This is an optimization exercise on Yosys and OpenROAD, whose aim is small area, a short achievable clock period and few clock cycles per item, not a production implementation. Only simulation tests tie the RTL to the original design; equivalence was not proved.

## flow/design.v (module list and top-level ports; edited modules follow where they fit)
// module rs_xor2: 3 lines
// module rs_xnor2: 3 lines
// module rs_nand2: 3 lines
// module rs_nor2: 3 lines
// module rs_nor2b: 3 lines
// module rs_inv: 3 lines
// module rs_inv16: 23 lines
// module far_rs_dec: 4878 lines
module far_rs_dec (
    input  wire         clk,
    input  wire         rst,
    input  wire         in_valid,
    output wire         in_ready,
    input  wire [159:0] in_cw,
    output reg          out_valid,
    output reg  [127:0] out_data,
    output reg  [1:0]   out_status,
    output reg  [19:0]  out_err_mask
);
  // ...
==> flow/flow/run.sh <==
#!/bin/bash
# The standard layout (standard.sh, standard synthesis included), with two
# changes passed to ORFS as make variables:
#  - every input and output port gets a sky130_fd_sc_hd__buf_1 buffer;
#  - CTS clusters up to 20 sinks per buffer and adds no dummy loads.
set -euo pipefail
bash standard.sh \
    "BUFFER_PORTS_ARGS=-buffer_cell sky130_fd_sc_hd__buf_1" \
    "CTS_ARGS=-sink_clustering_enable -sink_clustering_size 20 -sink_clustering_max_diameter 100 -repair_clock_nets -dont_use_dummy_load" \
    finish > standard.log 2>&1
==> flow/standard.sh <==
#!/bin/bash
# synth_recipe.tcl (not shown) runs the flow's synth.tcl, then flattens the netlist and writes it again
# the make line also repeats each setting of config.mk as NAME=value (left out here)
make -C /OpenROAD-flow-scripts/flow DESIGN_CONFIG=/design/flow/config.mk WORK_HOME=/design/flow/orfs CLKGATE_MAP_FILE= SYNTH_SCRIPT=/design/flow/synth_recipe.tcl "${@:-finish}"
==> flow/config.mk <==
export PLATFORM = sky130hd
export DESIGN_NAME = far_rs_dec
export DESIGN_NICKNAME = far_rs_dec
export VERILOG_FILES = /design/flow/design.v
export SDC_FILE = /design/flow/constraint.sdc
export NUM_CORES = 4
export LEC_CHECK = 0
export CAP_MARGIN = 20
export CORE_MARGIN = 2
export CORE_UTILIZATION = 45
export SLEW_MARGIN = 20
export SYNTH_HIERARCHICAL = 1
export SYNTH_MINIMUM_KEEP_SIZE = 0
==> flow/constraint.sdc <==
create_clock -name core_clock -period 56.0 [get_ports {clk}]
set_input_delay 11.2000 -clock core_clock [delete_from_list [all_inputs] [get_ports {clk}]]
set_output_delay 11.2000 -clock core_clock [all_outputs]
set_load 0.01 [all_outputs]
==> reports/qor.yml, run 1 <==
setup_path:
  slowest_stage: "dfxtp_1"
  critical_path.endpoint: "out_data[19]"
  r2r-end: "ir2[6]"
clock_tree:
  cts_buffers: 36
  clockBufferDepth: 3
  clk_latency_ps: 620
  post_cts_buffers: 0
placement:
  io_buffers: 313
sta:
  hold_ws_ps: 383
  worst_slew_pin_slew_ps: 1280
  finalSetupTns_ps: 0
  finalCritPeriodShare_pct: 22.0
  rsz0062_at_grt: "false"
cells_and_area:
  largest_reg_flops: 160
  signal_buffers: 387
  seq_share_pct: 26.9
  fin_area_um2: 37300
  area_delta_synth_final_pct: 10.4
  final_cell_count_no_fill: 5091
  seqCellArea_um2: 10000
synth:
  yosys-top-cells-count: "1615 x xor2_1, 757 x nand2_1, 500 x dfxtp_1"
  synth.avg_cell_area_um2: 8.96
  synthMuxAreaShare_pct: 0.133
  synth-seq-cells: 500
  synth_xor_area_share_pct: 51.3
grt:
  grt_use_met1_pct: 41.4
  grt_max_degree: 65
drt:
  first_pass_iters: 6
  ant_nets: 0
  drc_errors: 0
flow_run:
  drv_cap: 0
run_status:
  status: "no timing/DRC/antenna violations"
worst_hold_path:
  hold_depth: 0
Testbench counts, summed over its fixed seeds: cycles 16,024, items 16,000.
==> inputs of run 2 (changes only) <==
--- a/flow/design.v
+++ b/flow/design.v
@@ -8,16 +8,19 @@
     assign y = ~(a & b);
 endmodule
 module rs_nor2 (input wire a, input wire b, output wire y);
     assign y = ~(a | b);
 endmodule
 module rs_nor2b (input wire a, input wire b, output wire y);
     assign y = ~a & b;
 endmodule
+module rs_a22o (input wire a, input wire b, input wire c, input wire d, output wire y);
+    assign y = (a & b) | (c & d);
+endmodule
 module rs_inv (input wire a, output wire y);
     assign y = ~a;
 endmodule
 module rs_inv16 (input wire [3:0] a, output reg [3:0] y);
     always @(*) begin
         case (a)
             4'd0: y = 4'd0;
             4'd1: y = 4'd1;
@@ -4899,21 +4902,26 @@
     assign m2[18] = (x2 == 8'h48);
     assign m1[19] = (x1 == 8'h01);
     assign m2[19] = (x2 == 8'h01);
     wire ok2 = anz2 & bnz2 & trok & (|m1) & (|m2);
     wire ok1 = ~anz2 & ~bnz2 & (|s0_2) & (|m2);
     wire ok  = ok1 | ok2;
     wire [19:0] g1 = m1 & {20{ok}};
     wire [19:0] g2 = m2 & {20{ok}};
-    reg [127:0] fixed;
-    integer j;
-    always @(*) begin
-        for (j = 0; j < 16; j = j + 1)
-            fixed[8*j +: 8] = d2[8*j +: 8] ^ ({8{g1[j]}} & e1p) ^ ({8{g2[j]}} & e2p);
-    end
+    wire [127:0] fixed;
+    genvar gj, gb;
+    generate
+        for (gj = 0; gj < 16; gj = gj + 1) begin : g_sym
+            for (gb = 0; gb < 8; gb = gb + 1) begin : g_bit
+                wire c_s;
+                rs_a22o u_sel (.a(g1[gj]), .b(e1p[gb]), .c(g2[gj]), .d(e2p[gb]), .y(c_s));
+                rs_xor2 u_fix (.a(d2[8*gj+gb]), .b(c_s), .y(fixed[8*gj+gb]));
+            end
+        end
+    endgenerate
     always @(posedge clk) begin
         out_valid    <= v2 & ~rst;
         out_status   <= clean2 ? 2'd0 : ok2 ? 2'd2 : ok1 ? 2'd1 : 2'd3;
         out_data     <= fixed;
         out_err_mask <= g1 | g2;
     end
 endmodule
==> run 2 against run 1 <==
Still clean on timing, DRC and antenna. Register-to-register slack got worse by 370 ps. Sequential share of layout area rose by 1.6 points. Die area fell by 6.4%. Maximum frequency rose by 0.22%. Via count fell by 9.0%. Critical path type unchanged. Critical endpoint is now out_err_mask[2]. Largest cell class unchanged. Highest routed layer unchanged.
==> reports/qor.yml, run 2 <==
run_status:
  status: "no timing/DRC/antenna violations"
synth:
  synth_area_leaders: "xor2_1 47%, dfxtp_1 32%, nand2_1 7.3%, xnor2_1 5.0%, a22o_1 3.5%"
  yosysMostFrequentCell: "xor2_1"
  syn-instance-count: 3393
  synth_ff_type: "dfxtp_1"
  synth.avg_cell_area_um2: 9.31  # +3.9%
  synth-seq-area-share_pct: 31.7
  synth-seq-cells: 500  # unchanged
  yosys-top-cells-count: "1678 x xor2_1, 616 x nand2_1, 500 x dfxtp_1"
  async_reset_ff_share_pct: 0
  yosysWarningCount: 8
  synth_area_um2: 31600
  synth.distinct_cells: 57
  synth_edf_count: 0
  synth_top_area_share_pct: 46.5
  synth_top_area_cell: "xor2_1"
sta:
  finalCritPeriodShare_pct: 21.9  # -0.048 points
  rsz0062_at_grt: "false"
  fmax_mhz: 81.5
  setup_slack_ps: 43730
  worst_slew_pin_slew_ps: 1180  # -98.4 ps
  finalSetupTns_ps: 0  # unchanged
  period_needed_ps: 12270
  finalSetupViolations: 0
  slew_headroom_pct: 21.0
  finClkSkew_ps: 76.9
  slew_viol_final: 0
  hold_viol: 0
clock_tree:
  cts-root-buf: "clkbuf_16"
  h-tree-depth: 2
  clk_latency_ps: 590  # -30 ps
  cts_resized: 0
  hold_buffers: 0
  clockBufferDepth: 3  # unchanged
  clock_sinks: 500
  cts_tree: "built"
  post_cts_buffers: 0  # unchanged
  cts_buffers: 34  # -5.6%
  path_clk_slew_ps: 80
worst_hold_path:
  hold_depth: 1  # +1
  min_from: "d2[69]"
  hold_end: "out_data[69]"
  hp-class: "reg -> reg"
drt:
  ant_nets: 0  # unchanged
  vias: 24400
  drtIter0Drc: 2463
  drc_errors: 0  # unchanged
  vias_per_cell: 5.16
  first_pass_iters: 5  # -1
  routed_wl_um: 114000
  wl_per_cell_um: 24.1
cells_and_area:
  nets: 3955
  drive_gt1_share_pct: 2.83
  n_fill_cell: 6738
  final_common_cell: "xor2_1"
  largestRegisters: "cw1 x160, d2 x128, out_data x128"
  area_delta_synth_final_pct: 11.4
  largest_reg_flops: 160  # unchanged
  top_register: "cw1"
  final_cell_count_no_fill: 4726  # -7.2%
  mostFrequentLayoutCells: "1673 x xor2_1, 616 x nand2_1, 500 x dfxtp_1"
grt:
  grt_max_degree: 53  # -18%
  grt_first_pass_wirelength_um: 159000
  first_global_vias: 22700
  grtUsageTotal_pct: 30.6
  antenna_found_initial: 16
  grt-ovfl-total: 0
setup_path:
  path_cells: "buf_1"
  cp_slowest_stage_delay_ps: 330
  worstPathRequired_ps: 44800
  reg2reg_slack_ps: 44340
  reg2reg_from: "cw1[47]"
  arrival_ps: 1070
  crit_family: "flip-flops"
  slowest_stage: "dfxtp_1"
  r2r-end: "ir2[5]"
  crit_start: "out_err_mask[2]"
  crit_fanout: 1
  crit_buf_inv: 1
  criticalPathCategory: "reg -> out"
  rr_worst_depth: 35
  start_kind: "flop"
  endpoint_kind: "output port"
flow_run:
  drv_cap: 0  # unchanged
die:
  rows: 97
  die_h_um: 269
  core_area_um2: 69800
  num_io_pins: 315
  die-width_um: 269
  die_area_um2: 72300
  start_util_pct: 45.3
placement:
  dp_slack_ps: 44330
  dpl.hpwl_um: 92200
  place_inst: 4680
  io_buffers: 313  # unchanged
  place.gp.congestion: 1.07
-- run 2: changes by cell type after synthesis, sizes merged, moves of 25 or more --
cell | previous run | this run
a22o | 1 | 128
and3 | 31 | 2
buf | 50 | 18
clkbuf | 35 | 10
nand2 | 758 | 616
nand3 | 52 | 13
nand4 | 54 | 14
nor4 | 59 | 17
xnor2 | 365 | 182
xor2 | 1615 | 1678
-- run 2: cell families after synthesis --
| group | synth area share, % |
|---|---|
| buffers and inverters | 0.570 |
| XOR/XNOR | 51.6 |
| other | 0.0238 |
| flip-flops | 31.7 |
| AO/OA/AOI/OAI | 4.89 |
| AND/OR/NAND/NOR | 10.6 |
| multiplexers | 0.143 |
| adder cells (fa/ha/maj) | 0.554 |
-- run 2: per-stage QoR --
| stage | hold WS (ps) | utilization (%) | cell area, µm² |
|---|---|---|---|
| detailed placement | 394 | 49.1 | 34300 |
| floorplan | 349 | - | 31600 |
| global route | 406 | 50.4 | 35200 |
| global placement | 393 | 49.1 | 34300 |
| CTS | 401 | 50.3 | 35100 |
| finish | 399 | 50.4 | 35200 |
-- run 2: routing by layer --
metal / wire [µm] / GRT usage [%] / up-vias
li1: - / - / 11500
met1: 47900 / 41.3 / 11600
met2: 52200 / 49.3 / 1136
met3: 8660 / 3.54 / 231
met4: 5220 / 13.3 / 2
met5: 13 / 0 / -
-- run 2: layout make-up --
class,instances,area (µm²),area share (%)
Antenna cell,10,25.0,0.0711
Clock buffer,34,851,2.42
Inverter,10,37.5,0.107
Multi-Input combinational cell,2863,21500,61.1
Sequential cell,500,10000,28.4
Tap cell,940,1180,3.34
Timing Repair Buffer,369,1590,4.52
-- run 2: worst max-delay path by stage --
stage,depth (start not counted),slack [ps],end
4_1_cts,1,43710,out_err_mask[14]
2_1_floorplan,0,44470,out_data[0]
3_5_place_dp,1,44330,out_err_mask[2]
3_3_place_gp,1,44350,out_err_mask[5]
6_report,1,43730,out_err_mask[2]
5_1_grt,35,43570,ir2[5]
-- run 2: modules after synthesis (local to each module, per instance) --
module      flops+latches  cell area [µm²]
far_rs_dec            500            11600
rs_a22o                 0             8.76
rs_xnor2                0             8.76
rs_nand2                0             3.75
rs_xor2                 0             8.76
rs_inv16                0              225
Testbench counts of run 2, summed over its fixed seeds: cycles 16,024, items 16,000.

## re-timing with driven ports
No port has a modelled driver above. Below, the same layouts with a new extraction and two added sets of constraints. Step 1 (the two cells are an assumption about what drives the block):
set clk [get_ports {clk}]
set_driving_cell -lib_cell sky130_fd_sc_hd__clkbuf_16 $clk
set_driving_cell -lib_cell sky130_fd_sc_hd__buf_2 [delete_from_list [all_inputs] $clk]
Step 2 also shifts input and output timing later by t, the mid clock arrival at the registers, as if the neighbouring blocks saw the same clock. Three values: ideal ports, drivers, drivers and shift; two values: the first two.
run	t, ns	setup WS [ns]	worst hold slack (ns)	worst data-port slew with drivers (ns)	cell pins on the clock port's net
run 1	0.623	43.700 / 43.638 / 44.261	0.383 / 0.383 / 0.383	0.09	1
run 2	0.611	43.727 / 43.666 / 44.277	0.399 / 0.399 / 0.399	0.09	1
After both steps every run listed still meets setup and hold.
